Context: an optimization exercise on an open-source flow, tuned for small area, a short achievable clock period and few clock cycles per item. The choices shown serve that exercise and are no tape-out recipe. The RTL was checked by simulation tests, not by an equivalence proof against the original design.

==> flow/design.v <==
module cmac_sbox (
    input  wire [7:0] a,
    output wire [7:0] y
);
    wire U0, U1, U2, U3, U4, U5, U6, U7;
    assign U0 = a[7];
    assign U1 = a[6];
    assign U2 = a[5];
    assign U3 = a[4];
    assign U4 = a[3];
    assign U5 = a[2];
    assign U6 = a[1];
    assign U7 = a[0];
    wire T1, T2, T3, T4, T5, T6, T7, T8, T9, T10, T11, T12, T13, T14, T15, T16, T17, T18, T19, T20, T21, T22, T23, T24, T25, T26, T27, M1, M2, M3, M4, M5, M6, M7, M8, M9, M10, M11, M12, M13, M14, M15, M16, M17, M18, M19, M20, M21, M22, M23, M24, M25, M26, M27, M28, M29, M30, M31, M32, M33, M34, M35, M36, M37, M38, M39, M40, M41, M42, M43, M44, M45, M46, M47, M48, M49, M50, M51, M52, M53, M54, M55, M56, M57, M58, M59, M60, M61, M62, M63, L0, L1, L2, L3, L4, L5, L6, L7, L8, L9, L10, L11, L12, L13, L14, L15, L16, L17, L18, L19, L20, L21, L22, L23, L24, L25, L26, L27, L28, L29, S0, S1, S2, S3, S4, S5, S6, S7;
    assign T1 = U0 ^ U3;
    assign T2 = U0 ^ U5;
    assign T3 = U0 ^ U6;
    assign T4 = U3 ^ U5;
    assign T5 = U4 ^ U6;
    assign T6 = T1 ^ T5;
    assign T7 = U1 ^ U2;
    assign T8 = U7 ^ T6;
    assign T9 = U7 ^ T7;
    assign T10 = T6 ^ T7;
    assign T11 = U1 ^ U5;
    assign T12 = U2 ^ U5;
    assign T13 = T3 ^ T4;
    assign T14 = T6 ^ T11;
    assign T15 = T5 ^ T11;
    assign T16 = T5 ^ T12;
    assign T17 = T9 ^ T16;
    assign T18 = U3 ^ U7;
    assign T19 = T7 ^ T18;
    assign T20 = T1 ^ T19;
    assign T21 = U6 ^ U7;
    assign T22 = T7 ^ T21;
    assign T23 = T2 ^ T22;
    assign T24 = T2 ^ T10;
    assign T25 = T20 ^ T17;
    assign T26 = T3 ^ T16;
    assign T27 = T1 ^ T12;
    assign M1 = T13 & T6;
    assign M2 = T23 & T8;
    assign M3 = T14 ^ M1;
    assign M4 = T19 & U7;
    assign M5 = M4 ^ M1;
    assign M6 = T3 & T16;
    assign M7 = T22 & T9;
    assign M8 = T26 ^ M6;
    assign M9 = T20 & T17;
    assign M10 = M9 ^ M6;
    assign M11 = T1 & T15;
    assign M12 = T4 & T27;
    assign M13 = M12 ^ M11;
    assign M14 = T2 & T10;
    assign M15 = M14 ^ M11;
    assign M16 = M3 ^ M2;
    assign M17 = M5 ^ T24;
    assign M18 = M8 ^ M7;
    assign M19 = M10 ^ M15;
    assign M20 = M16 ^ M13;
    assign M21 = M17 ^ M15;
    assign M22 = M18 ^ M13;
    assign M23 = M19 ^ T25;
    assign M24 = M22 ^ M23;
    assign M25 = M22 & M20;
    assign M26 = M21 ^ M25;
    assign M27 = M20 ^ M21;
    assign M28 = M23 ^ M25;
    assign M29 = M28 & M27;
    assign M30 = M26 & M24;
    assign M31 = M20 & M23;
    assign M32 = M27 & M31;
    assign M33 = M27 ^ M25;
    assign M34 = M21 & M22;
    assign M35 = M24 & M34;
    assign M36 = M24 ^ M25;
    assign M37 = M21 ^ M29;
    assign M38 = M32 ^ M33;
    assign M39 = M23 ^ M30;
    assign M40 = M35 ^ M36;
    assign M41 = M38 ^ M40;
    assign M42 = M37 ^ M39;
    assign M43 = M37 ^ M38;
    assign M44 = M39 ^ M40;
    assign M45 = M42 ^ M41;
    assign M46 = M44 & T6;
    assign M47 = M40 & T8;
    assign M48 = M39 & U7;
    assign M49 = M43 & T16;
    assign M50 = M38 & T9;
    assign M51 = M37 & T17;
    assign M52 = M42 & T15;
    assign M53 = M45 & T27;
    assign M54 = M41 & T10;
    assign M55 = M44 & T13;
    assign M56 = M40 & T23;
    assign M57 = M39 & T19;
    assign M58 = M43 & T3;
    assign M59 = M38 & T22;
    assign M60 = M37 & T20;
    assign M61 = M42 & T1;
    assign M62 = M45 & T4;
    assign M63 = M41 & T2;
    assign L0 = M61 ^ M62;
    assign L1 = M50 ^ M56;
    assign L2 = M46 ^ M48;
    assign L3 = M47 ^ M55;
    assign L4 = M54 ^ M58;
    assign L5 = M49 ^ M61;
    assign L6 = M62 ^ L5;
    assign L7 = M46 ^ L3;
    assign L8 = M51 ^ M59;
    assign L9 = M52 ^ M53;
    assign L10 = M53 ^ L4;
    assign L11 = M60 ^ L2;
    assign L12 = M48 ^ M51;
    assign L13 = M50 ^ L0;
    assign L14 = M52 ^ M61;
    assign L15 = M55 ^ L1;
    assign L16 = M56 ^ L0;
    assign L17 = M57 ^ L1;
    assign L18 = M58 ^ L8;
    assign L19 = M63 ^ L4;
    assign L20 = L0 ^ L1;
    assign L21 = L1 ^ L7;
    assign L22 = L3 ^ L12;
    assign L23 = L18 ^ L2;
    assign L24 = L15 ^ L9;
    assign L25 = L6 ^ L10;
    assign L26 = L7 ^ L9;
    assign L27 = L8 ^ L10;
    assign L28 = L11 ^ L14;
    assign L29 = L11 ^ L17;
    assign S0 = L6 ^ L24;
    assign S1 = ~(L16 ^ L26);
    assign S2 = ~(L19 ^ L28);
    assign S3 = L6 ^ L21;
    assign S4 = L20 ^ L22;
    assign S5 = L25 ^ L29;
    assign S6 = ~(L13 ^ L27);
    assign S7 = ~(L6 ^ L23);
    assign y = {S0, S1, S2, S3, S4, S5, S6, S7};
endmodule
module cmac_tag (
    input  wire         clk,
    input  wire         rst,           
    input  wire         in_valid,
    output wire         in_ready,
    input  wire         in_first,      
    input  wire         in_last,       
    input  wire [4:0]   in_nbytes,     
    input  wire [127:0] in_data,
    input  wire [127:0] key,
    output reg          tag_valid,
    output reg  [63:0]  tag
);
    localparam [2:0] S_IDLE = 3'd0,    
                     S_LCMP = 3'd1,    
                     S_LRDY = 3'd2,    
                     S_RUN  = 3'd3,    
                     S_WAIT = 3'd4;    
    reg [2:0]   state;
    reg [3:0]   rnd;                   
    reg         rlast;                 
    reg         mid;                   
    reg [127:0] s;                     
    reg [127:0] rk;                    
    reg [127:0] kq;                    
    reg [127:0] l;                     
    reg         lv;                    
    reg         kn;                    
    reg         blk_last;              
    reg         offer_q;               
    reg         hit_q;                 
    wire st_idle = (state == S_IDLE);
    wire st_lcmp = (state == S_LCMP);
    wire st_lrdy = (state == S_LRDY);
    wire st_run  = (state == S_RUN);
    wire st_wait = (state == S_WAIT);
    assign in_ready = (st_idle && offer_q && hit_q) ||
                      (st_lcmp && rlast && !blk_last) ||
                      st_lrdy || st_wait ||
                      (st_run && rlast && (!blk_last || (offer_q && hit_q)));
    wire take   = in_valid && in_ready;
    wire kq_load = (st_idle || (st_run && blk_last)) && offer_q && !hit_q && !kn;
    wire lstart  = (st_idle || (st_run && rlast && blk_last)) && offer_q && kn && in_valid;
    wire [127:0] sb;                   
    genvar g;
    generate
        for (g = 0; g < 16; g = g + 1) begin : g_sub
            cmac_sbox u_sbox (.a(s[8*g +: 8]), .y(sb[8*g +: 8]));
        end
    endgenerate
    wire [127:0] sr;                   
    generate
        for (g = 0; g < 16; g = g + 1) begin : g_shift
            localparam integer R   = g % 4;
            localparam integer COL = g / 4;
            localparam integer SRC = R + 4 * ((COL + R) % 4);
            assign sr[127 - 8*g -: 8] = sb[127 - 8*SRC -: 8];
        end
    endgenerate
    wire [127:0] mk, lk;
    generate
        for (g = 0; g < 4; g = g + 1) begin : g_mix
            wire [7:0] a0 = sr[127 - 32*g      -: 8];
            wire [7:0] a1 = sr[127 - 32*g - 8  -: 8];
            wire [7:0] a2 = sr[127 - 32*g - 16 -: 8];
            wire [7:0] a3 = sr[127 - 32*g - 24 -: 8];
            wire [7:0] k0 = rk[127 - 32*g      -: 8];
            wire [7:0] k1 = rk[127 - 32*g - 8  -: 8];
            wire [7:0] k2 = rk[127 - 32*g - 16 -: 8];
            wire [7:0] k3 = rk[127 - 32*g - 24 -: 8];
            wire [7:0] e0 = a0 ^ a1;
            wire [7:0] e1 = a1 ^ a2;
            wire [7:0] e2 = a2 ^ a3;
            wire [7:0] e3 = a3 ^ a0;
            wire [7:0] x0 = {e0[6:0], 1'b0} ^ (e0[7] ? 8'h1b : 8'h00);
            wire [7:0] x1 = {e1[6:0], 1'b0} ^ (e1[7] ? 8'h1b : 8'h00);
            wire [7:0] x2 = {e2[6:0], 1'b0} ^ (e2[7] ? 8'h1b : 8'h00);
            wire [7:0] x3 = {e3[6:0], 1'b0} ^ (e3[7] ? 8'h1b : 8'h00);
            assign mk[127 - 32*g      -: 8] = (e1 ^ (a3 ^ k0)) ^ x0;
            assign mk[127 - 32*g - 8  -: 8] = (e2 ^ (a0 ^ k1)) ^ x1;
            assign mk[127 - 32*g - 16 -: 8] = (e3 ^ (a1 ^ k2)) ^ x2;
            assign mk[127 - 32*g - 24 -: 8] = (e0 ^ (a2 ^ k3)) ^ x3;
            assign lk[127 - 32*g -: 32] = {a0 ^ k0, a1 ^ k1, a2 ^ k2, a3 ^ k3};
        end
    endgenerate
    wire [127:0] src = mid ? rk : kq;
    wire r1 = (rnd == 4'd1), r2 = (rnd == 4'd2), r3 = (rnd == 4'd3),
         r4 = (rnd == 4'd4), r5 = (rnd == 4'd5), r6 = (rnd == 4'd6),
         r7 = (rnd == 4'd7), r8 = (rnd == 4'd8), r9 = (rnd == 4'd9);
    wire [7:0] rcon = {mid & r7,
                       mid & r6,
                       mid & (r5 | r9),
                       mid & (r4 | r8 | r9),
                       mid & (r3 | r8),
                       mid & (r2 | r9),
                       mid & (r1 | r8 | r9),
                       !mid | r8};
    wire [31:0] w3  = src[31:0];
    wire [31:0] rot = {w3[23:0], w3[31:24]};
    wire [31:0] subw;
    generate
        for (g = 0; g < 4; g = g + 1) begin : g_ksub
            cmac_sbox u_ksbox (.a(rot[8*g +: 8]), .y(subw[8*g +: 8]));
        end
    endgenerate
    wire [31:0]  p0   = src[127:96] ^ {rcon, 24'd0};
    wire [31:0]  p1   = src[95:64]  ^ p0;
    wire [31:0]  p2   = src[63:32]  ^ p1;
    wire [31:0]  p3   = src[31:0]   ^ p2;
    wire [127:0] rk_next   = {p0, p1, p2, p3} ^ {4{subw}};
    wire [127:0] k1 = {l[126:0], 1'b0} ^ (l[127] ? 128'h87 : 128'h0);
    wire [127:0] k2 = {k1[126:0], 1'b0} ^ (k1[127] ? 128'h87 : 128'h0);
    wire        full = in_nbytes[4];
    reg  [15:0] dec;                   
    reg  [15:0] lt;                    
    integer j;
    always @(*) begin
        for (j = 0; j < 16; j = j + 1) begin
            dec[j] = (in_nbytes[3:0] == j);
            lt[j]  = (in_nbytes[3:0] >  j);
        end
    end
    wire [15:0] keep = lt | {16{full}};    
    reg [127:0] padded;
    integer i;
    always @(*) begin
        for (i = 0; i < 16; i = i + 1)
            padded[127 - 8*i -: 8] = (!in_last || keep[i]) ? in_data[127 - 8*i -: 8] :
                                     {dec[i] && !full, 7'd0};
    end
    wire [127:0] m_blk   = padded ^ (!in_last ? 128'd0 : full ? k1 : k2);
    wire sel_r  = (st_lcmp || st_run) && !(rlast && (st_lcmp || blk_last));
    wire sel_m  = sel_r && !rlast;     
    wire sel_l  = sel_r && rlast;      
    wire y_key  = take || lstart || !(sel_r || st_wait);
    wire [127:0] y = (take ? m_blk : 128'd0) ^ (y_key ? kq : 128'd0);
    wire busy = st_lcmp || st_run;
    always @(posedge clk) begin
        s <= (({128{sel_m}} & mk) | ({128{sel_l}} & lk)) ^
             (({128{st_wait}} & s) ^ y);
        tag <= lk[127:64];
        rk <= rk_next;
        if (kq_load)
            kq <= key;
        if (st_lcmp && rlast)
            l <= lk;
    end
    always @(posedge clk) begin
        if (rst) begin
            state     <= S_IDLE;
            tag_valid <= 1'b0;
            lv        <= 1'b0;
            kn        <= 1'b0;
            offer_q   <= 1'b0;
            hit_q     <= 1'b0;
            rnd       <= 4'd1;
            rlast     <= 1'b0;
            mid       <= 1'b0;
            blk_last  <= 1'b0;
        end else begin
            tag_valid <= 1'b0;
            offer_q   <= in_valid && !take;
            hit_q     <= lv && (key == kq) && !kq_load;
            if (kq_load) begin
                kn <= 1'b1;
                lv <= 1'b0;
            end
            if (take || lstart) begin
                rnd   <= 4'd1;
                rlast <= 1'b0;
                mid   <= 1'b1;
            end else begin
                rnd   <= rnd + 4'd1;
                rlast <= (rnd == 4'd9);
                mid   <= mid && (rnd != 4'd9);
            end
            if (take || lstart)
                blk_last <= in_last;
            case (state)
                S_IDLE: begin
                    if (take)
                        state <= S_RUN;
                    else if (lstart)
                        state <= S_LCMP;
                end
                S_LCMP: begin
                    if (rlast) begin
                        lv    <= 1'b1;
                        kn    <= 1'b0;
                        state <= take ? S_RUN : S_LRDY;
                    end
                end
                S_LRDY: begin
                    if (take)
                        state <= S_RUN;
                end
                S_RUN: begin
                    if (rlast) begin
                        if (blk_last) begin
                            tag_valid <= 1'b1;
                            if (lstart)
                                state <= S_LCMP;
                            else if (!take) begin
                                state <= S_IDLE;
                            end
                        end else if (!take) begin
                            state <= S_WAIT;
                        end
                    end
                end
                S_WAIT: begin
                    if (take)
                        state <= S_RUN;
                end
                default: state <= S_IDLE;
            endcase
        end
    end
endmodule
==> flow/flow/run.sh <==
#!/bin/bash
# Layout flow: the standard flow (standard.sh), with synthesis run by
# flow/synth_custom.tcl, which maps logic with an area-recovering ABC script,
# and the port buffers made of buf_1 cells.
set -euo pipefail
cd "$(dirname "$0")/.."
W=$PWD
bash standard.sh SYNTH_SCRIPT=$W/flow/synth_custom.tcl \
  "BUFFER_PORTS_ARGS=-buffer_cell sky130_fd_sc_hd__buf_1" \
  finish > $W/flow_orfs.log 2>&1
==> flow/flow/abc_custom.script <==
strash
&get -n
&st
&dch
&nf -R 20 -p
&put
topo
stime -c
buffer -c
upsize -c
dnsize -c
==> flow/flow/synth_custom.tcl <==
# The standard flow's synthesis (synth_recipe.tcl) with one change: ABC maps with an
# area-recovering script instead of ORFS's abc_speed.script.
set ::custom_abc_script [file join [file dirname [file normalize [info script]]] abc_custom.script]
proc synth {args} { yosys synth -nofsm -noshare {*}$args }
proc abc {args} {
  set i [lsearch -exact $args -script]
  if { $i >= 0 } {
    set args [lreplace $args [expr {$i + 1}] [expr {$i + 1}] $::custom_abc_script]
  }
  yosys abc {*}$args
}
source $::env(SCRIPTS_DIR)/synth.tcl
# left out here: clear keep_hierarchy, flatten, clean up, hide names made inside functions, write 1_2_yosys.v
==> flow/standard.sh <==
#!/bin/bash
# synth_recipe.tcl (not shown) runs the flow's synth.tcl, then flattens the netlist and writes it again
# the make line also repeats each setting of config.mk as NAME=value (left out here)
make -C /OpenROAD-flow-scripts/flow DESIGN_CONFIG=/design/flow/config.mk WORK_HOME=/design/flow/orfs CLKGATE_MAP_FILE= SYNTH_SCRIPT=/design/flow/synth_recipe.tcl "${@:-finish}"
==> flow/config.mk <==
export PLATFORM = sky130hd
export DESIGN_NAME = cmac_tag
export DESIGN_NICKNAME = cmac_tag
export VERILOG_FILES = /design/flow/design.v
export SDC_FILE = /design/flow/constraint.sdc
export NUM_CORES = 8
export LEC_CHECK = 0
export CAP_MARGIN = 20
export CORE_MARGIN = 2
export CORE_UTILIZATION = 33
export CTS_CLUSTER_DIAMETER = 70
export CTS_CLUSTER_SIZE = 24
export GPL_ROUTABILITY_DRIVEN = 0
export PLACE_DENSITY = 0.45
export SETUP_SLACK_MARGIN = 4.3
export SLEW_MARGIN = 20
==> flow/constraint.sdc <==
create_clock -name core_clock -period 10.0 [get_ports {clk}]
set_input_delay 2.0000 -clock core_clock [delete_from_list [all_inputs] [get_ports {clk}]]
set_output_delay 2.0000 -clock core_clock [all_outputs]
set_load 0.01 [all_outputs]
==> results_dict.tcl, run 1 <==
set metrics [dict create \
    slew_headroom_pct 19.8 \
    grt_pass1_wl_mm 312 \
    syn_avg_cell_area_um2 9.20 \
    yosys_most_used_dff "dfxtp_1" \
    cts_root_buf "clkbuf_16" \
    nets 6625 \
    postSynthCellCount 5888 \
    finalHoldViolCount 0 \
    cts_hold_buffers 0 \
    grt_overflow 0 \
    die_y_um 409 \
    ys_async_sr_fraction_pct 0 \
    post-place-ws_ps 2990 \
    hold_class "flop to flop" \
    post-route-period-util_pct 55.5 \
    rsz0062_at_grt "yes" \
    required_ps 10550 \
    dieArea_mm2 0.167 \
    core.rowCount 148 \
    drt-initial-drc-count 4123 \
    clk_pin_slew_worst_paths_ps 70 \
    n_fill_cell 16341 \
    ys_seq_area_share_pct 26.6 \
    cts_buffers 75 \
    path_depth 21 \
    routedWlPerCell_um 26.6 \
    clock_path_buffers 3 \
    synth_warnings 1 \
    arrival_ps 6100 \
    clk_latency_ps 710 \
    grt_pass1_vias 41616 \
    status "no timing/DRC/antenna violations" \
    postSynthNetCount 6198 \
    hold_path_depth 1 \
    path_common_cell "xnor2_1" \
    fmax_mhz 180 \
    path_cells "buf_12 -> buf_16 -> mux2i_4 -> buf_4 -> xnor2_1 -> xor2_1 -> nor2b_1 -> xnor2_1 -> xnor2_1 -> xnor2_2 -> nand2b_1 -> a22oi_2 -> xor2_2 -> xnor2_1 -> and2b_1 -> xnor2_4 -> xnor2_4 -> xnor2_2 -> xnor2_2 -> xnor2_2 -> xnor2_1" \
    drc_errors 0 \
    finalWirelength_mm 228 \
    port_buffers 330 \
    skew_ps 63.5 \
    synthDistinctLibCells 74 \
    worstPathMaxFanout 17 \
    path_buf_inv 3 \
    syn_area_mm2 0.0542 \
    dpl-instance-area_mm2 0.0578 \
    synth_enable_flop_cells 256 \
    critPathKind "flop to flop" \
    end_kind "flop" \
    synth_area_leaders "xnor2_1 34%, edfxtp_1 14%, dfxtp_1 12%" \
    cts_sinks 591 \
    layout-drive-gt1-share_pct 14.5 \
    synth.top_cell.area_share_pct 34.3 \
    ys_ff_latch 591 \
    dieWidth_um 409 \
    timing.final.ws_setup_ps 4450 \
    firstDrtPassIters 5 \
    worstRegToRegCells 21 \
    report.final.slew_viol_count 0 \
    grt_usage_pct 26.2 \
    vias 42891 \
    slowest_delay_ps 480 \
    dp_hpwl_mm 186 \
    drv_cap 0 \
    tightest_slew_ps 1190 \
    ant_nets 0 \
    slowest_stage "xnor2_2" \
    pin_count 332 \
    viasPerCell 5.01 \
    final_cell_area_mm2 0.0661 \
    yosysTopAreaCell "xnor2_1" \
    antenna_found_initial 33 \
    grt_max_degree 129 \
    fin_setup_tns_ps 0 \
    synthToLayoutAreaGrowth_pct 22.0 \
    period_minus_slack_ps 5550 \
    startpoint_type "flop" \
    finalSetupViolCount 0 \
    start_util_pct 33.2 \
    core_mm2 0.163 \
    cts-htree-levels 3 \
    cts_tree "yes" \
    crit_family "XOR/XNOR gates" \
]
==> flip-flops by register name, indices dropped and copies added, names as in the netlist <==
name and flops:
blk_last 1, hit_q 1, kn 1, kq 128, l 128, lv 1, mid 1, offer_q 1
rk 128, rlast 1, rnd 4, s 128, state 3, tag 64, tag_valid 1
==> logic make-up (layout without fill, tap and decap cells) <==
kind of cell | count (synthesis) | count (layout) | share of synthesized area (%)
xor gates and xnor gates | 2938 | 2939 | 49.9
and+or+nand+nor | 1285 | 1285 | 10.2
AOI/OAI and AO/OA | 605 | 605 | 7.69
DFF | 591 | 591 | 26.6
buffers and inverters | 299 | 788 | 2.21
muxes | 126 | 126 | 2.48
adders and majority gates | 44 | 44 | 1.02
other | 0 | 14 | 0
==> layout by cell type, fill, tap and decap left out, types with 15 or more instances in the layout <==
cell type,instances
a21oi_1,87
a221oi_1,27
a22oi_1,245
and2_1,24
buf_1,330
buf_12,17
buf_4,182
clkbuf_16,78
clkinv_8,15
dfxtp_1,294
dfxtp_2,40
edfxtp_1,256
ha_1,44
inv_1,110
mux2i_1,94
mux2i_4,26
nand2_1,612
nand2b_1,74
nand3_1,16
nor2_1,395
nor2b_1,68
nor3_1,18
o21ai_0,72
o21ai_1,19
o22ai_1,45
o2bb2ai_1,17
xnor2_1,1844
xnor2_2,293
xnor2_4,74
xnor3_1,26
xor2_1,612
xor2_2,62
xor2_4,23
==> worst paths after layout <==
kind | slack, ps | endpoint | start
setup / recovery | 4450 | rk[16]$_DFF_P_ | mid$_SDFF_PP0_
hold / removal | 470 | rnd[0]$_SDFF_PP1_ | rnd[0]$_SDFF_PP1_
setup reg to reg | 4450 | rk[16]$_DFF_P_ | mid$_SDFF_PP0_
hold reg to reg | 470 | rnd[0]$_SDFF_PP1_ | rnd[0]$_SDFF_PP1_
==> cells in the mapped netlist, drive strengths merged (26+ instances only) <==
master / count
nand2b: 75
nor2b: 70
nand2: 613
o21ai: 93
o22ai: 46
inv: 111
mux2i: 126
a22oi: 254
clkbuf: 144
dfxtp: 335
ha: 44
and2: 26
xnor2: 2210
edfxtp: 256
a21oi: 94
a221oi: 27
xnor3: 31
nor2: 404
xor2: 697
buf: 44
==> what timing repair did <==
action | in CTS | in global routing
gates resized for setup | 229 | 312
pin swaps | 13 | 73
setup buffers | 29 | 122
gates cloned | 1 | 2
setup endpoints to repair | 257 | 193
==> metal layers <==
layer | up-vias | share of wire [%] | global-route usage (%)
li1 | 20063 | - | -
met1 | 20840 | 44 | 36.1
met2 | 1644 | 43 | 39.8
met3 | 328 | 8.5 | 5.33
met4 | 16 | 4.7 | 10.8
met5 | - | 0.045 | 0
==> worst register-to-register path, cell delays in order (launching register included) <==
cell and delay (ps):
dfxtp_4 380, buf_12 190, buf_16 260, mux2i_4 370, buf_4 220, xnor2_1 220, xor2_1 320, nor2b_1 110
xnor2_1 220, xnor2_1 140, xnor2_2 320, nand2b_1 180, a22oi_2 310, xor2_2 280, xnor2_1 130, and2b_1 220
xnor2_4 280, xnor2_4 220, xnor2_2 160, xnor2_2 480, xnor2_2 240, xnor2_1 170
==> cell type report <==
cell class | instances | area (um2) | area share, %
multi-input cells | 4999 | 42600 | 64.5
clock buffers | 82 | 1970 | 2.97
diodes | 14 | 35.0 | 0.0530
well taps | 2175 | 2720 | 4.12
repair buffers | 537 | 3100 | 4.69
clock inverters | 58 | 795 | 1.20
inverters | 111 | 422 | 0.638
flip-flops and latches | 591 | 14400 | 21.9
==> stage by stage <==
| step | hold slack [ps] | util (%) | instances |
|---|---|---|---|
| 2_1_floorplan | 416 | - | 5888 |
| 3_3_place_gp | 441 | 35.5 | 8257 |
| 3_5_place_dp | 449 | 35.5 | 8257 |
| 4_1_cts | 468 | 38.5 | 8427 |
| 5_1_grt | 492 | 40.5 | 8559 |
| 6_report | 472 | 40.6 | 8567 |
Testbench counts, summed over its fixed seeds: cycles 16,804, messages 480.
==> run 2, diff against run 1 <==
==> flow/flow/abc_custom.script (replaced) <==
strash
&get -n
&st
&dch
&nf -R 20 -p
&put
topo
stime -c
--- a/flow/config.mk
+++ b/flow/config.mk
@@ -7,10 +7,10 @@
 export LEC_CHECK = 0
 export CAP_MARGIN = 20
 export CORE_MARGIN = 2
-export CORE_UTILIZATION = 33
+export CORE_UTILIZATION = 40
 export CTS_CLUSTER_DIAMETER = 70
 export CTS_CLUSTER_SIZE = 24
 export GPL_ROUTABILITY_DRIVEN = 0
-export PLACE_DENSITY = 0.45
+export PLACE_DENSITY = 0.5
 export SETUP_SLACK_MARGIN = 4.3
 export SLEW_MARGIN = 20
==> run 2 against run 1 <==
  * Highest routed layer unchanged
  * Sequential share of layout area up 0.34 points
  * Via count up 1.6%
  * Critical path depth unchanged
  * Critical path type unchanged
  * Synthesized cell count down 3.2%
  * Global-route usage up 4.8 points
  * Critical endpoint is now rk[18]$_DFF_P_
==> results_dict.tcl, run 2 <==
set metrics [dict create \
    clk_latency_ps 700 \
    r2r-end "rk[18]$_DFF_P_" \
    firstDrtPassIters 6 \
    fmax_mhz 175 \
    fin_setup_tns_ps 0 \
    finalWirelength_mm 215 \
    synth.top_cell.area_share_pct 37.0 \
    ys_ff_latch 591 \
    antenna_found_initial 21 \
    cts_hold_buffers 0 \
    final_common_cell "xnor2_1" \
    ys_async_sr_fraction_pct 0 \
    rsz0062_at_grt "yes" \
    core.rowCount 132 \
    layout_common_cells "1834 x xnor2_1, 612 x nand2_1, 611 x xor2_1" \
    yosys_most_used_dff "dfxtp_1" \
    crit_path_end "rk[18]$_DFF_P_" \
    yosys-top-cells-count "2210 x xnor2_1, 697 x xor2_1, 613 x nand2_1" \
    pin_count 332 \
    path_cells "buf_4 -> buf_12 -> mux2i_2 -> xnor2_2 -> xor2_1 -> xnor2_1 -> ha_1 -> xnor2_1 -> xnor2_2 -> xor2_1 -> o21ai_1 -> xnor2_1 -> xnor2_1 -> xnor2_1 -> nor2b_2 -> xnor2_4 -> xnor2_4 -> xnor3_1 -> xnor2_4 -> xnor2_4 -> xnor2_1" \
    required_ps 10560 \
    path_buf_inv 2 \
    post-route-period-util_pct 57.1 \
    worstPathMaxFanout 17 \
    syn_avg_cell_area_um2 9.19 \
    grt_pass1_wl_mm 300 \
    synthToLayoutAreaGrowth_pct 24.3 \
    syn_area_mm2 0.0524 \
    nets 6617 \
    port_buffers 330 \
    slowest_stage "mux2i_2" \
    path_depth 21 \
    period_minus_slack_ps 5710 \
    final_cell_area_mm2 0.0651 \
    cts-htree-levels 3 \
    clk_pin_slew_worst_paths_ps 70 \
    drt-initial-drc-count 4998 \
    post-place-ws_ps 2980 \
    timing.final.ws_setup_ps 4290 \
    finalHoldViolCount 0 \
    ant_nets 0 \
    postSynthCellCount 5700 \
    post-synth-top-count-cell "xnor2_1" \
    report.final.slew_viol_count 0 \
    tightest_slew_ps 1250 \
    skew_ps 50.2 \
    synth_area_leaders "xnor2_1 37%, edfxtp_1 15%, dfxtp_1 13%" \
    dieWidth_um 366 \
    core_mm2 0.130 \
    postSynthNetCount 6010 \
    clock_path_buffers 3 \
    arrival_ps 6280 \
    finalNonFillerCells 8115 \
    viasPerCell 5.37 \
    worst-r2r-setup-slack_ps 4290 \
    critPathKind "flop to flop" \
    layout-drive-gt1-share_pct 14.4 \
    cts_tree "yes" \
    grt_pass1_vias 41613 \
    routedWlPerCell_um 26.5 \
    dp_hpwl_mm 173 \
    r2r_start "mid$_SDFF_PP0_" \
    finalSetupViolCount 0 \
    grt_usage_pct 31.0 \
    vias 43587 \
    drv_cap 0 \
    status "no timing/DRC/antenna violations" \
    synth_warnings 1 \
    slowest_delay_ps 410 \
    startpoint_type "flop" \
    worstRegToRegCells 21 \
    dpl-instance-area_mm2 0.0568 \
    path_common_cell "xnor2_1" \
    synth_enable_flop_cells 256 \
    end_kind "flop" \
    cts_root_buf "clkbuf_16" \
    ys_seq_area_share_pct 27.5 \
    grt_max_degree 131 \
    slew_headroom_pct 16.9 \
    cts_sinks 591 \
    startpoint "mid$_SDFF_PP0_" \
    drc_errors 0 \
    start_util_pct 40.4 \
    grt_overflow 0 \
    worst_hold_slack_ps 461 \
    yosysTopAreaCell "xnor2_1" \
    placedCellCount 7826 \
    hold_class "flop to flop" \
    die_y_um 366 \
    synthDistinctLibCells 52 \
    crit_family "XOR/XNOR gates" \
    dieArea_mm2 0.134 \
    cts_buffers 68 \
]
-- run 2: cell count changes in the layout (fill, tap and decap cells not counted), moves of 13 or more --
cell,previous run,this run
xnor2_2,293,306
inv_1,110,0
o21ai_1,19,5
and2_0,0,24
o21ai_0,72,86
and2_1,24,0
clkinv_1,0,110
-- run 2: logic make-up after synthesis --
group | share of synthesized area, %
compound gates | 7.86
xor+xnor | 49.9
fa+ha+maj | 1.05
buf+inv | 0.795
flops | 27.5
mux | 2.41
simple gates | 10.5
-- run 2: layer usage --
metal / GRT usage (%) / routed length [um] / up-vias
met4: 14.0 / 11100 / 10
met5: 0 / 62 / -
met1: 42.8 / 92900 / 21346
met2: 47.5 / 93700 / 1818
li1: - / - / 20061
met3: 4.84 / 17300 / 352
-- run 2: worst min path at each step --
stage,from,end,cells past startpoint
detailed placement,rnd[0]$_SDFF_PP1_,rnd[0]$_SDFF_PP1_,1
floorplan,rnd[0]$_SDFF_PP1_,rnd[0]$_SDFF_PP1_,1
global placement,rnd[0]$_SDFF_PP1_,rnd[0]$_SDFF_PP1_,1
finish,rnd[0]$_SDFF_PP1_,rnd[0]$_SDFF_PP1_,1
global route,rnd[0]$_SDFF_PP1_,rnd[0]$_SDFF_PP1_,1
CTS,rnd[0]$_SDFF_PP1_,rnd[0]$_SDFF_PP1_,1
-- run 2: timing repair --
item / 4_1_cts / 5_1_grt
setup endpoints to repair: 265 / 193
cloned: 0 / 3
buffers inserted: 35 / 115
gates resized for setup: 320 / 309
pin swaps: 20 / 66
-- run 2: final cells by class --
cell class | instances | area, um2
tap | 1742 | 2180
antenna | 11 | 27.5
clock buffer | 78 | 1820
fill | 12403 | 64700
clock inverter | 47 | 561
multi-input combinational | 4999 | 42600
timing repair buffer | 536 | 3020
sequential | 591 | 14500
inverter | 111 | 422
-- run 2: per-stage QoR --
step	util [%]
after CTS	47.6
after detailed placement	43.7
final	50.2
after global routing	50.1
after global placement	43.7
after floorplan	-
==> run 3, diff against run 2 <==
==> flow/flow/abc_custom.script (replaced) <==
strash
&get -n
&st
&dch
&nf -R 20 -p
&put
topo
stime -c
buffer -c
upsize -c
dnsize -c
==> run 3 against run 2 <==
  * Die area is 3.4% higher
  * Still clean on timing, DRC and antenna
  * Critical endpoint is now s[84]$_DFF_P_
  * Clock skew is 12 ps lower
  * Critical path depth is 1 lower
  * Final area is 1.4% lower
  * Highest routed layer unchanged
  * Largest cell class unchanged
==> results_dict.tcl, run 3 <==
set metrics [dict create \
    status "no timing/DRC/antenna violations" \
    cts_buffers 61 \
    ys_async_sr_fraction_pct 0 \
    worstPathMaxFanout 8 \
    path_cells "xnor2_2 -> xor2_2 -> xnor2_1 -> ha_1 -> xnor2_1 -> xnor2_1 -> xnor2_2 -> o21ai_0 -> mux2i_1 -> xnor2_1 -> nor2_1 -> xnor2_2 -> buf_4 -> xor2_1 -> xnor2_1 -> xnor2_1 -> xnor2_1 -> xnor2_1 -> a22oi_1 -> xnor2_1" \
    clock_path_buffers 3 \
    period_minus_slack_ps 5560 \
    placedCellCount 7868 \
    core.rowCount 135 \
    yosys_most_used_dff "dfxtp_1" \
    firstDrtPassIters 6 \
    grt_usage_pct 30.1 \
    grt_overflow 0 \
    grt_max_degree 139 \
    antenna_found_initial 20 \
    synth.top_cell.area_share_pct 34.3 \
    ys_ff_latch 591 \
    skew_ps 37.8 \
    routedWlPerCell_um 26.5 \
    cts-htree-levels 2 \
    critPathKind "flop to flop" \
    viasPerCell 5.30 \
    port_buffers 330 \
    yosysTopAreaCell "xnor2_1" \
    hold_path_depth 1 \
    dp_hpwl_mm 175 \
    cts_sinks 591 \
    path_common_cell "xnor2_1" \
    worst-r2r-setup-slack_ps 4440 \
    hold_path.startpoint "rnd[0]$_SDFF_PP1_" \
    synthToLayoutAreaGrowth_pct 18.5 \
    rsz0062_at_grt "yes" \
    syn_area_mm2 0.0542 \
    startpoint_type "flop" \
    drc_errors 0 \
    grt_pass1_wl_mm 297 \
    grt_pass1_vias 40846 \
    dieWidth_um 372 \
    tightest_slew_ps 1330 \
    r2r_start "s[101]$_DFF_P_" \
    required_ps 10610 \
    synth_area_leaders "xnor2_1 34%, edfxtp_1 14%, dfxtp_1 12%" \
    crit_family "XOR/XNOR gates" \
    cts_root_buf "clkbuf_16" \
    core_mm2 0.135 \
    yosys-top-cells-count "2119 x xnor2_1, 680 x xor2_1, 613 x nand2_1" \
    dieArea_mm2 0.138 \
    cts_tree "yes" \
    final_common_cell "xnor2_1" \
    pin_count 332 \
    end_kind "flop" \
    slowest_stage "xnor2_1" \
    drt-initial-drc-count 4212 \
    synthDistinctLibCells 74 \
    slew_headroom_pct 11.2 \
    vias 42995 \
    clk_latency_ps 750 \
    report.final.slew_viol_count 0 \
    synth_enable_flop_cells 256 \
    finalHoldViolCount 0 \
    path_buf_inv 1 \
    cts_hold_buffers 0 \
    final_cell_area_mm2 0.0642 \
    dpl-instance-area_mm2 0.0574 \
    finalSetupViolCount 0 \
    fin_setup_tns_ps 0 \
    postSynthNetCount 6198 \
    post-synth-top-count-cell "xnor2_1" \
    arrival_ps 6170 \
    layout_common_cells "1881 x xnor2_1, 618 x xor2_1, 612 x nand2_1" \
    start_util_pct 40.1 \
    worstRegToRegCells 20 \
    post-route-period-util_pct 55.6 \
    ant_nets 0 \
    layout-drive-gt1-share_pct 13.0 \
    syn_avg_cell_area_um2 9.20 \
    die_y_um 372 \
    ys_seq_area_share_pct 26.6 \
    hold_class "flop to flop" \
    finalWirelength_mm 215 \
    nets 6584 \
    holdPathEnd "rnd[0]$_SDFF_PP1_" \
    finalNonFillerCells 8115 \
    clk_pin_slew_worst_paths_ps 80 \
    postSynthCellCount 5888 \
    drv_cap 0 \
    fmax_mhz 180 \
    slowest_delay_ps 730 \
    synth_warnings 1 \
    r2r-end "s[84]$_DFF_P_" \
]
-- run 3: changes by cell type after synthesis, moves of 26 or more --
cell	delta
clkbuf_1	+140
clkinv_1	-111
inv_1	+111
xnor2_1	-91
xnor2_2	+87
buf_2	+26
-- run 3: per-layer routing --
metal | routed length [um] | vias up | global-route usage (%)
met1 | 93300 | 20942 | 42.1
li1 | - | 19943 | -
met2 | 94300 | 1794 | 46.4
met3 | 17700 | 308 | 4.70
met5 | 50 | - | 0
met4 | 9780 | 8 | 11.1
-- run 3: through the flow --
step | util, % | hold slack (ps) | worst slack (ps)
final | 47.6 | 459 | 4440
after global routing | 47.5 | 476 | 4230
after CTS | 45.4 | 463 | 4210
after detailed placement | 42.5 | 443 | 2980
after global placement | 42.5 | 442 | 2970
after floorplan | - | 416 | 4770
-- run 3: layout make-up --
type,instances,area (um2)
clock buffers,65,1590
inverters,111,422
diodes,7,17.5
fillers,12976,70800
repair buffers,511,2730
multi-input cells,4998,42000
clock inverters,51,731
flip-flops and latches,591,14400
well taps,1781,2230
-- run 3: how the worst max path moves through the flow --
stage | to | cells after the start | startpoint | slack (ps)
finish | s[84]$_DFF_P_ | 20 | s[101]$_DFF_P_ | 4440
global route | rk[29]$_DFF_P_ | 19 | mid$_SDFF_PP0_ | 4230
CTS | rk[18]$_DFF_P_ | 20 | mid$_SDFF_PP0_ | 4210
detailed placement | rk[18]$_DFF_P_ | 20 | mid$_SDFF_PP0_ | 2980
global placement | rk[17]$_DFF_P_ | 20 | mid$_SDFF_PP0_ | 2970
floorplan | rk[29]$_DFF_P_ | 22 | mid$_SDFF_PP0_ | 4770
-- run 3: cell families after synthesis --
| group | after synthesis | synth area share [%] |
|---|---|---|
| fa+ha+maj | 44 | 1.02 |
| compound gates | 605 | 7.69 |
| mux | 126 | 2.48 |
| simple gates | 1285 | 10.2 |
| buf+inv | 299 | 2.21 |
| flops | 591 | 26.6 |
| xor+xnor | 2938 | 49.9 |
-- run 3: timing repair --
item / in CTS / in global routing
setup endpoints to repair: 238 / 195
pin swaps: 8 / 57
setup buffers: 16 / 108
resized for setup: 182 / 281
==> run 4, diff against run 3 <==
--- a/flow/config.mk
+++ b/flow/config.mk
@@ -12,5 +12,5 @@
 export CTS_CLUSTER_SIZE = 24
 export GPL_ROUTABILITY_DRIVEN = 0
 export PLACE_DENSITY = 0.5
-export SETUP_SLACK_MARGIN = 4.3
+export SETUP_SLACK_MARGIN = 4.1
 export SLEW_MARGIN = 20
==> run 4 against run 3 <==
  * Still clean
  * Cell count down 0.86%
  * Die area unchanged
  * Critical path type unchanged
  * Non-clock buffer count down 70
==> results_dict.tcl, run 4 <==
set metrics [dict create \
    finalSetupViolCount 0 \
    grt_overflow 0 \
    synthSimpleGateAreaFrac_pct 10.2 \
    status "no timing/DRC/antenna violations" \
    hold_class "flop to flop" \
    synth.top_cell.area_share_pct 34.3 \
    core_mm2 0.135 \
    r2r_start "mid$_SDFF_PP0_" \
    path_common_cell "xnor2_1" \
    cts-htree-levels 2 \
    slew_headroom_pct 11.4 \
    critPathKind "flop to flop" \
    pin_count 332 \
    worst_hold_slack_ps 461 \
    layout_common_cells "1947 x xnor2_1, 630 x xor2_1, 612 x nand2_1" \
    timing.final.ws_setup_ps 4190 \
    clock_path_buffers 3 \
    path_cells "buf_4 -> buf_8 -> mux2i_4 -> xor2_4 -> xnor2_2 -> xnor2_1 -> ha_1 -> xor2_2 -> xnor2_2 -> xor2_1 -> o21ai_1 -> xnor2_2 -> xnor2_1 -> nor2b_1 -> xnor2_1 -> xor2_1 -> xnor2_1 -> xnor2_2 -> xnor2_2 -> xnor2_1 -> xnor2_1" \
    final_cell_area_mm2 0.0625 \
    worstRegToRegCells 21 \
    vias 42578 \
    synth_compound_area_share_pct 7.69 \
    dieWidth_um 372 \
    yosys-top-cells-count "2119 x xnor2_1, 680 x xor2_1, 613 x nand2_1" \
    synth_top_family_by_area "XOR/XNOR gates" \
    synthAdderAreaFrac_pct 1.02 \
    antenna_found_initial 15 \
    fmax_mhz 172 \
    end_kind "flop" \
    syn_area_mm2 0.0542 \
    start_util_pct 40.1 \
    grt_max_degree 139 \
    drc_errors 0 \
    yosysTopAreaCell "xnor2_1" \
    ant_nets 0 \
    postSynthCellCount 5888 \
    skew_ps 42.8 \
    clk_pin_slew_worst_paths_ps 80 \
    worstPathMaxFanout 23 \
    finalWirelength_mm 213 \
    syn_avg_cell_area_um2 9.20 \
    rsz0062_at_grt "yes" \
    drv_cap 0 \
    grt_usage_pct 29.9 \
    worst-r2r-setup-slack_ps 4190 \
    slowest_delay_ps 500 \
    postSynthNetCount 6198 \
    synth_xor_area_share_pct 49.9 \
    multi_input_comb_area_mm2 0.0410 \
    synth_area_leaders "xnor2_1 34%, edfxtp_1 14%, dfxtp_1 12%" \
    dieArea_mm2 0.138 \
    tightest_slew_ps 1330 \
    cts_root_buf "clkbuf_16" \
    hold_path.startpoint "rnd[0]$_SDFF_PP1_" \
    report.final.slew_viol_count 0 \
    clk_latency_ps 750 \
    cts_buffers 61 \
    hold_path_depth 1 \
    yosys_most_used_dff "dfxtp_1" \
    post-synth-top-count-cell "xnor2_1" \
    period_minus_slack_ps 5810 \
    firstDrtPassIters 6 \
    nets 6514 \
    fin_setup_tns_ps 0 \
    die_y_um 372 \
    layout-drive-gt1-share_pct 10.2 \
    synthToLayoutAreaGrowth_pct 15.4 \
    final_common_cell "xnor2_1" \
    grt_pass1_wl_mm 296 \
    required_ps 10620 \
    port_buffers 330 \
    ys_ff_latch 591 \
    synthDistinctLibCells 74 \
    viasPerCell 5.29 \
    post-route-period-util_pct 58.1 \
    finalHoldViolCount 0 \
    n_fill_cell 13153 \
    ys_async_sr_fraction_pct 0 \
    drt-initial-drc-count 4161 \
    arrival_ps 6430 \
    synth_enable_flop_cells 256 \
    cts_sinks 591 \
    routedWlPerCell_um 26.5 \
    r2r-end "rk[17]$_DFF_P_" \
    dpl-instance-area_mm2 0.0574 \
    ys_seq_area_share_pct 26.6 \
    dp_hpwl_mm 175 \
    grt_pass1_vias 40738 \
    cts_tree "yes" \
    synth_warnings 1 \
    core.rowCount 135 \
    startpoint_type "flop" \
    post-place-ws_ps 2980 \
    muxShareOfSynthArea_pct 2.48 \
    holdPathEnd "rnd[0]$_SDFF_PP1_" \
    slowest_stage "xnor2_2" \
    ff_latch_area_mm2 0.0144 \
]
-- run 4: cell counts after synthesis --
No cell type changed its count.
-- run 4: area by class of cell --
type                    instances  area share (%)
flip-flops and latches        591            23.0
multi-input cells            4998            65.5
diodes                          7          0.0280
clock inverters                51            1.17
inverters                     111           0.674
repair buffers                441            3.42
clock buffers                  65            2.55
well taps                    1781            3.56
-- run 4: routing by layer --
layer,global-route usage (%),vias to the layer above,share of wire [%]
li1,-,19812,-
met1,41.9,20683,43
met2,46.4,1761,44
met3,4.69,316,8.4
met4,10.7,6,4.5
met5,0,-,0.019
-- run 4: worst max-delay path, delay by kind of cell (launching register included) --
| kind | cells | cell delay, ps |
|---|---|---|
| xor gates and xnor gates | 15 | 3950 |
| adders and majority gates | 1 | 250 |
| and+or+nand+nor | 1 | 100 |
| muxes | 1 | 430 |
| buffers and inverters | 2 | 420 |
| DFF | 1 | 390 |
| AOI/OAI and AO/OA | 1 | 140 |
-- run 4: worst max path at each step --
stage,start,end,slack (ps),depth (start not counted)
floorplan,mid$_SDFF_PP0_,rk[29]$_DFF_P_,4770,22
global placement,mid$_SDFF_PP0_,rk[17]$_DFF_P_,2970,20
detailed placement,mid$_SDFF_PP0_,rk[18]$_DFF_P_,2980,20
CTS,mid$_SDFF_PP0_,rk[18]$_DFF_P_,4050,21
global route,mid$_SDFF_PP0_,rk[23]$_DFF_P_,4040,21
finish,mid$_SDFF_PP0_,rk[17]$_DFF_P_,4190,21
-- run 4: kinds of logic (layout without fill, tap and decap cells) --
family	count (synthesis)	in the layout
simple gates	1285	1285
mux	126	126
xor+xnor	2938	2938
other cells	0	7
flops	591	591
compound gates	605	605
buf+inv	299	668
fa+ha+maj	44	44
-- run 4: per-stage QoR --
stage	util, %	instances
final	46.3	8045
after global routing	46.3	8041
after CTS	44.7	7990
after detailed placement	42.5	7868
after global placement	42.5	7867
after floorplan	-	5888
-- run 4: timing repair --
item / 4_1_cts / 5_1_grt
endpoints found under the setup margin: 186 / 192
hold buffers: 0 / 0
setup buffers: 6 / 48
gates resized for setup: 83 / 229
pin swaps: 0 / 34
==> run 5, diff against run 4 <==
--- a/flow/config.mk
+++ b/flow/config.mk
@@ -12,5 +12,5 @@
 export CTS_CLUSTER_SIZE = 24
 export GPL_ROUTABILITY_DRIVEN = 0
 export PLACE_DENSITY = 0.5
-export SETUP_SLACK_MARGIN = 4.1
+export SETUP_SLACK_MARGIN = 4.5
 export SLEW_MARGIN = 20
==> run 5 against run 4 <==
  * Critical path depth rose by 1
  * Largest cell class unchanged
  * First-iteration DRC count up 5.6%
  * Maximum frequency up 6.9%
  * Synthesized area is the same
  * Via count grew 2.7%
  * Utilization increased by 3.1 points
  * Register-to-register slack improved by 380 ps
  * Critical endpoint is now rk[8]$_DFF_P_
  * Worst setup slack better by 380 ps
==> results_dict.tcl, run 5 <==
set metrics [dict create \
    port_buffers 330 \
    grt_pass1_vias 41250 \
    synth_warnings 1 \
    postSynthCellCount 5888 \
    r2r-end "rk[8]$_DFF_P_" \
    worstPathMaxFanout 13 \
    vias 43729 \
    finalNonFillerCells 8241 \
    cts_hold_buffers 0 \
    dp_hpwl_mm 175 \
    multi_input_comb_area_mm2 0.0434 \
    pin_count 332 \
    antenna_found_initial 17 \
    placedCellCount 7868 \
    layout_common_cells "1814 x xnor2_1, 612 x nand2_1, 586 x xor2_1" \
    nets 6709 \
    start_util_pct 40.1 \
    grtUsageMet1_pct 42.0 \
    synth_xor_area_share_pct 49.9 \
    r2r_start "mid$_SDFF_PP0_" \
    core_mm2 0.135 \
    cts_sinks 591 \
    core.rowCount 135 \
    synth_compound_area_share_pct 7.69 \
    syn_area_mm2 0.0542 \
    ff_latch_area_mm2 0.0145 \
    ys_ff_latch 591 \
    grt_max_degree 139 \
    ys_seq_area_share_pct 26.6 \
    postSynthNetCount 6198 \
    yosys-top-cells-count "2119 x xnor2_1, 680 x xor2_1, 613 x nand2_1" \
    dieWidth_um 372 \
    synth_top_family_by_area "XOR/XNOR gates" \
    slew_headroom_pct 12.8 \
    status "no timing/DRC/antenna violations" \
    synthToLayoutAreaGrowth_pct 23.1 \
    cts_root_buf "clkbuf_16" \
    synth_enable_flop_cells 256 \
    yosys_most_used_dff "dfxtp_1" \
    critPathKind "flop to flop" \
    holdPathEnd "rnd[0]$_SDFF_PP1_" \
    n_fill_cell 12719 \
    arrival_ps 6040 \
    hold_path_depth 1 \
    finalHoldViolCount 0 \
    synth.top_cell.area_share_pct 34.3 \
    clk_latency_ps 750 \
    cts-htree-levels 2 \
    report.final.slew_viol_count 0 \
    cts_buffers 61 \
    muxShareOfSynthArea_pct 2.48 \
    final_common_cell "xnor2_1" \
    post-route-period-util_pct 54.4 \
    clock_path_buffers 3 \
    required_ps 10600 \
    firstDrtPassIters 6 \
    end_kind "flop" \
    ant_nets 0 \
    dieArea_mm2 0.138 \
    die_y_um 372 \
    ys_async_sr_fraction_pct 0 \
    startpoint_type "flop" \
    period_minus_slack_ps 5440 \
    synthDistinctLibCells 74 \
    synthSimpleGateAreaFrac_pct 10.2 \
    hold_class "flop to flop" \
    skew_ps 37.9 \
    cts_tree "yes" \
    rsz0062_at_grt "yes" \
    drv_cap 0 \
    use_met3_pct 5.09 \
    synth_area_leaders "xnor2_1 34%, edfxtp_1 14%, dfxtp_1 12%" \
    grt_pass1_wl_mm 299 \
    finalSetupViolCount 0 \
    post-place-ws_ps 2980 \
    synthAdderAreaFrac_pct 1.02 \
    routedWlPerCell_um 26.4 \
    drt-initial-drc-count 4394 \
    worstRegToRegCells 22 \
    fmax_mhz 184 \
    busiest_layer "met2" \
    yosysTopAreaCell "xnor2_1" \
    hold_path.startpoint "rnd[0]$_SDFF_PP1_" \
    timing.final.ws_setup_ps 4560 \
    viasPerCell 5.31 \
    finalWirelength_mm 218 \
    syn_avg_cell_area_um2 9.20 \
    grt_overflow 0 \
    gr-usage-met2_pct 46.8 \
    post-synth-top-count-cell "xnor2_1" \
    grt_usage_pct 30.3 \
    layout-drive-gt1-share_pct 17.0 \
    drc_errors 0 \
    fin_setup_tns_ps 0 \
    clk_pin_slew_worst_paths_ps 80 \
    worst-r2r-setup-slack_ps 4560 \
    tightest_slew_ps 1310 \
]
## run 5: cell counts after synthesis
Identical to the previous run, type by type.
## run 5: cell families after synthesis
| kind of cell | count (synthesis) |
|---|---|
| xor gates and xnor gates | 2938 |
| AOI/OAI and AO/OA | 605 |
| and+or+nand+nor | 1285 |
| adders and majority gates | 44 |
| buffers and inverters | 299 |
| DFF | 591 |
| muxes | 126 |
## run 5: timing repair
action	in CTS	in global routing
pin swaps	39	111
gates resized for setup	319	354
cloned	0	1
setup endpoints to repair	271	207
setup buffers	59	188
## run 5: stage by stage
step / util [%] / cell area [um2] / hold slack (ps)
detailed placement: 42.5 / 57400 / 443
CTS: 46.4 / 62600 / 463
floorplan: - / 54200 / 416
finish: 49.4 / 66700 / 461
global route: 49.4 / 66700 / 476
global placement: 42.5 / 57400 / 442
## run 5: layer usage
layer / share of wire [%] / vias up / wire length (um)
li1: - / 20188 / -
met1: 43 / 21371 / 93500
met2: 44 / 1818 / 95600
met3: 8.4 / 348 / 18200
met4: 4.7 / 4 / 10200
met5: 0.0092 / - / 20
## run 5: area by class of cell
type / instances / share of cell area [%]
Inverter: 111 / 0.632
Tap cell: 1781 / 3.34
Timing Repair Buffer: 636 / 5.72
Sequential cell: 591 / 21.7
Clock buffer: 65 / 2.39
Multi-Input combinational cell: 4998 / 65.1
Antenna cell: 8 / 0.0300
Clock inverter: 51 / 1.10
## run 5: worst max path at each step
| stage | from | end | slack [ps] |
|---|---|---|---|
| floorplan | mid$_SDFF_PP0_ | rk[29]$_DFF_P_ | 4770 |
| global placement | mid$_SDFF_PP0_ | rk[17]$_DFF_P_ | 2970 |
| detailed placement | mid$_SDFF_PP0_ | rk[18]$_DFF_P_ | 2980 |
| CTS | mid$_SDFF_PP0_ | rk[18]$_DFF_P_ | 4430 |
| global route | s[106]$_DFF_P_ | s[37]$_DFF_P_ | 4400 |
| finish | mid$_SDFF_PP0_ | rk[8]$_DFF_P_ | 4560 |
## run 5: worst max-delay path, cell delays in order (launching register included)
cell,delay (ps)
dfxtp_4,380
buf_4,120
buf_12,200
mux2i_4,350
xnor2_2,210
xnor2_2,160
buf_4,180
xnor2_1,290
ha_1,300
xnor2_1,140
xnor2_1,250
xnor2_2,200
nor2_1,150
o32ai_2,380
xnor2_2,190
xnor2_1,180
and2b_4,220
xnor2_4,120
xnor2_2,320
xnor2_2,180
xnor2_1,420
xnor2_1,180
xnor2_1,150
==> run 6, diff against run 5 <==
--- a/flow/flow/run.sh
+++ b/flow/flow/run.sh
@@ -6,5 +6,5 @@
 cd "$(dirname "$0")/.."
 W=$PWD
 bash standard.sh SYNTH_SCRIPT=$W/flow/synth_custom.tcl \
-  "BUFFER_PORTS_ARGS=-buffer_cell sky130_fd_sc_hd__buf_1" \
+  "BUFFER_PORTS_ARGS=-buffer_cell sky130_fd_sc_hd__buf_1" RECOVER_POWER=100 \
   finish > $W/flow_orfs.log 2>&1
--- a/flow/config.mk
+++ b/flow/config.mk
@@ -12,5 +12,5 @@
 export CTS_CLUSTER_SIZE = 24
 export GPL_ROUTABILITY_DRIVEN = 0
 export PLACE_DENSITY = 0.5
-export SETUP_SLACK_MARGIN = 4.5
+export SETUP_SLACK_MARGIN = 4.3
 export SLEW_MARGIN = 20
==> run 6 against run 5 <==
  * Now fails the layout checks on max-capacitance violations, max-slew violations
  * First-iteration DRC count shrank 1.7%
  * Clock-buffer cell count is the same
  * Non-clock buffer count shrank 125
  * Hold slack lost 1.9 ps
  * Die area is the same
  * Highest routed layer unchanged
  * Cell count shrank 1.5%
  * Sequential cell count is the same
  * Global-route usage shrank 0.18 points
==> results_dict.tcl, run 6 <==
set metrics [dict create \
    dieArea_mm2 0.138 \
    cts_root_buf "clkbuf_16" \
    synth_top_family_by_area "XOR/XNOR gates" \
    final_common_cell "xnor2_1" \
    clock_path_buffers 3 \
    yosys_most_used_dff "dfxtp_1" \
    critPathKind "flop to flop" \
    skew_ps 34.8 \
    post-place-ws_ps 2980 \
    slew_headroom_pct -200 \
    syn_avg_cell_area_um2 9.20 \
    synth_warnings 1 \
    arrival_ps 8170 \
    die_y_um 372 \
    required_ps 10670 \
    syn_area_mm2 0.0542 \
    worstPathMaxFanout 10 \
    synth_xor_area_share_pct 49.9 \
    vias 43077 \
    layout_common_cells "2059 x xnor2_1, 651 x xor2_1, 613 x nand2_1" \
    finalWirelength_mm 215 \
    synthToLayoutAreaGrowth_pct 14.0 \
    rsz0062_at_grt "yes" \
    path_common_cell "xnor2_1" \
    synth.top_cell.area_share_pct 34.3 \
    finalSetupViolCount 0 \
    finalHoldViolCount 0 \
    start_util_pct 40.1 \
    startpoint_type "flop" \
    slowest_stage "clkbuf_1" \
    pin_count 332 \
    synthDistinctLibCells 74 \
    cts_tree "yes" \
    worst_hold_slack_ps 459 \
    cts_buffers 61 \
    antenna_found_initial 19 \
    synth_compound_area_share_pct 7.69 \
    slowest_delay_ps 960 \
    busiest_layer "met2" \
    core_mm2 0.135 \
    cts-htree-levels 2 \
    ys_seq_area_share_pct 26.6 \
    worst-r2r-setup-slack_ps 2490 \
    crit_family "XOR/XNOR gates" \
    layout-drive-gt1-share_pct 8.60 \
    hold_class "flop to flop" \
    timing.final.ws_setup_ps 2490 \
    status "finished with violations" \
    dp_hpwl_mm 175 \
    yosys-top-cells-count "2119 x xnor2_1, 680 x xor2_1, 613 x nand2_1" \
    fin_setup_tns_ps 0 \
    yosysTopAreaCell "xnor2_1" \
    drc_errors 0 \
    port_buffers 330 \
    grt_max_degree 139 \
    period_minus_slack_ps 7510 \
    grt_pass1_wl_mm 297 \
    clk_latency_ps 740 \
    drv_cap 6 \
    ys_ff_latch 591 \
    grt_usage_pct 30.1 \
    post-route-period-util_pct 75.1 \
    end_kind "flop" \
    path_buf_inv 3 \
    nets 6584 \
    report.final.slew_viol_count 329 \
    core.rowCount 135 \
    post-synth-top-count-cell "xnor2_1" \
    grt_pass1_vias 40846 \
    violations "max-capacitance violations, max-slew violations" \
    path_cells "clkbuf_1 -> clkbuf_1 -> mux2i_1 -> xnor2_1 -> xor2_2 -> xnor2_1 -> ha_1 -> xnor2_1 -> xnor2_1 -> xnor2_1 -> inv_1 -> a21oi_1 -> a2bb2oi_2 -> xor2_2 -> xnor2_1 -> nand2b_1 -> xor2_1 -> xnor2_1 -> xnor2_1 -> xnor2_1 -> xnor2_2 -> xnor2_2 -> xnor2_1" \
    tightest_slew_ps 4500 \
    gr-usage-met2_pct 46.4 \
    routedWlPerCell_um 26.5 \
    grt_overflow 0 \
    synth_area_leaders "xnor2_1 34%, edfxtp_1 14%, dfxtp_1 12%" \
    fmax_mhz 133 \
    synth_enable_flop_cells 256 \
    clk_pin_slew_worst_paths_ps 80 \
    muxShareOfSynthArea_pct 2.48 \
    postSynthNetCount 6198 \
    cts_hold_buffers 0 \
    ys_async_sr_fraction_pct 0 \
    synthAdderAreaFrac_pct 1.02 \
    postSynthCellCount 5888 \
    cts_sinks 591 \
    ant_nets 0 \
    viasPerCell 5.31 \
    use_met3_pct 4.70 \
    firstDrtPassIters 6 \
    drt-initial-drc-count 4320 \
    dieWidth_um 372 \
    grtUsageMet1_pct 42.1 \
    synthSimpleGateAreaFrac_pct 10.2 \
]
[run 6: final timing paths]
path / from / end / cells after the start
setup / recovery: mid$_SDFF_PP0_ / rk[7]$_DFF_P_ / 23
hold / removal: rnd[0]$_SDFF_PP1_ / rnd[0]$_SDFF_PP1_ / 1
setup reg to reg: mid$_SDFF_PP0_ / rk[7]$_DFF_P_ / 23
hold reg to reg: rnd[0]$_SDFF_PP1_ / rnd[0]$_SDFF_PP1_ / 1
[run 6: what timing repair did]
item / in CTS / in global routing
pin swaps: 8 / 57
setup endpoints to repair: 238 / 195
gates cloned: 0 / 0
buffers inserted: 16 / 108
gates resized for setup: 182 / 281
[run 6: layout make-up]
| type | count | area [um2] |
|---|---|---|
| fillers | 13327 | 73200 |
| multi-input cells | 4998 | 39800 |
| flip-flops and latches | 591 | 14400 |
| repair buffers | 511 | 2520 |
| well taps | 1781 | 2230 |
| clock buffers | 65 | 1590 |
| clock inverters | 51 | 731 |
| inverters | 111 | 418 |
| diodes | 7 | 17.5 |
[run 6: worst reg2reg max path: cells and delay by family (launching register included)]
family	cells	cell delay, ps
compound gates	2	410
flops	1	400
buf+inv	3	1620
fa+ha+maj	1	280
xor+xnor	15	4430
simple gates	1	90
mux	1	240
[run 6: kinds of logic after synthesis]
group,Yosys count
compound gates,605
xor+xnor,2938
fa+ha+maj,44
buf+inv,299
flops,591
mux,126
simple gates,1285
[run 6: per-stage QoR]
stage	utilization, %	area, um2	std cells
floorplan	-	54200	5888
global placement	42.5	57400	7867
CTS	45.4	61200	8000
finish	45.8	61800	8115
detailed placement	42.5	57400	7868
global route	45.8	61700	8110
[run 6: layer usage]
metal  vias to the layer above  wire length (um)
li1                      19956                 -
met1                     21056             93800
met2                      1732             93600
met3                       323             17400
met4                        10             10400
met5                         -                63

re-timing with driven ports:
The flow's constraints put no driver on any port. The routed layouts listed below were extracted and timed again, unchanged, in two steps.
Step 1, drivers: a clkbuf_16 drives clk and a buf_2 each remaining input, both assumed.
Step 2 times the ports against the registers' clock, not the clock port: input delays grow and output delays shrink by t, the midpoint of the rising clock arrivals with the driver on.
Three values: ideal, step 1, step 2; two values: the first two.
run | t (ns) | setup WS [ns] | worst hold slack (ns) | worst data-port slew with drivers (ns)
run 1 | 0.758 | 4.450 / 4.430 / 3.672 | 0.472 / 0.472 / 0.472 | 0.22
run 2 | 0.753 | 4.286 / 4.286 / 4.286 | 0.461 / 0.461 / 0.461 | 0.18
run 3 | 0.808 | 4.442 / 4.442 / 4.251 | 0.459 / 0.459 / 0.459 | 0.23
run 4 | 0.803 | 4.187 / 4.187 / 4.187 | 0.461 / 0.461 / 0.461 | 0.25
run 5 | 0.802 | 4.563 / 4.563 / 4.295 | 0.461 / 0.461 / 0.461 | 0.23
run 6 | 0.805 | 2.494 / 2.494 / 2.494 | 0.459 / 0.459 / 0.459 | 0.23
For run 1, which loses most, drivers alone change the setup slack by -0.020 ns; drivers and shift together by -0.778 ns.
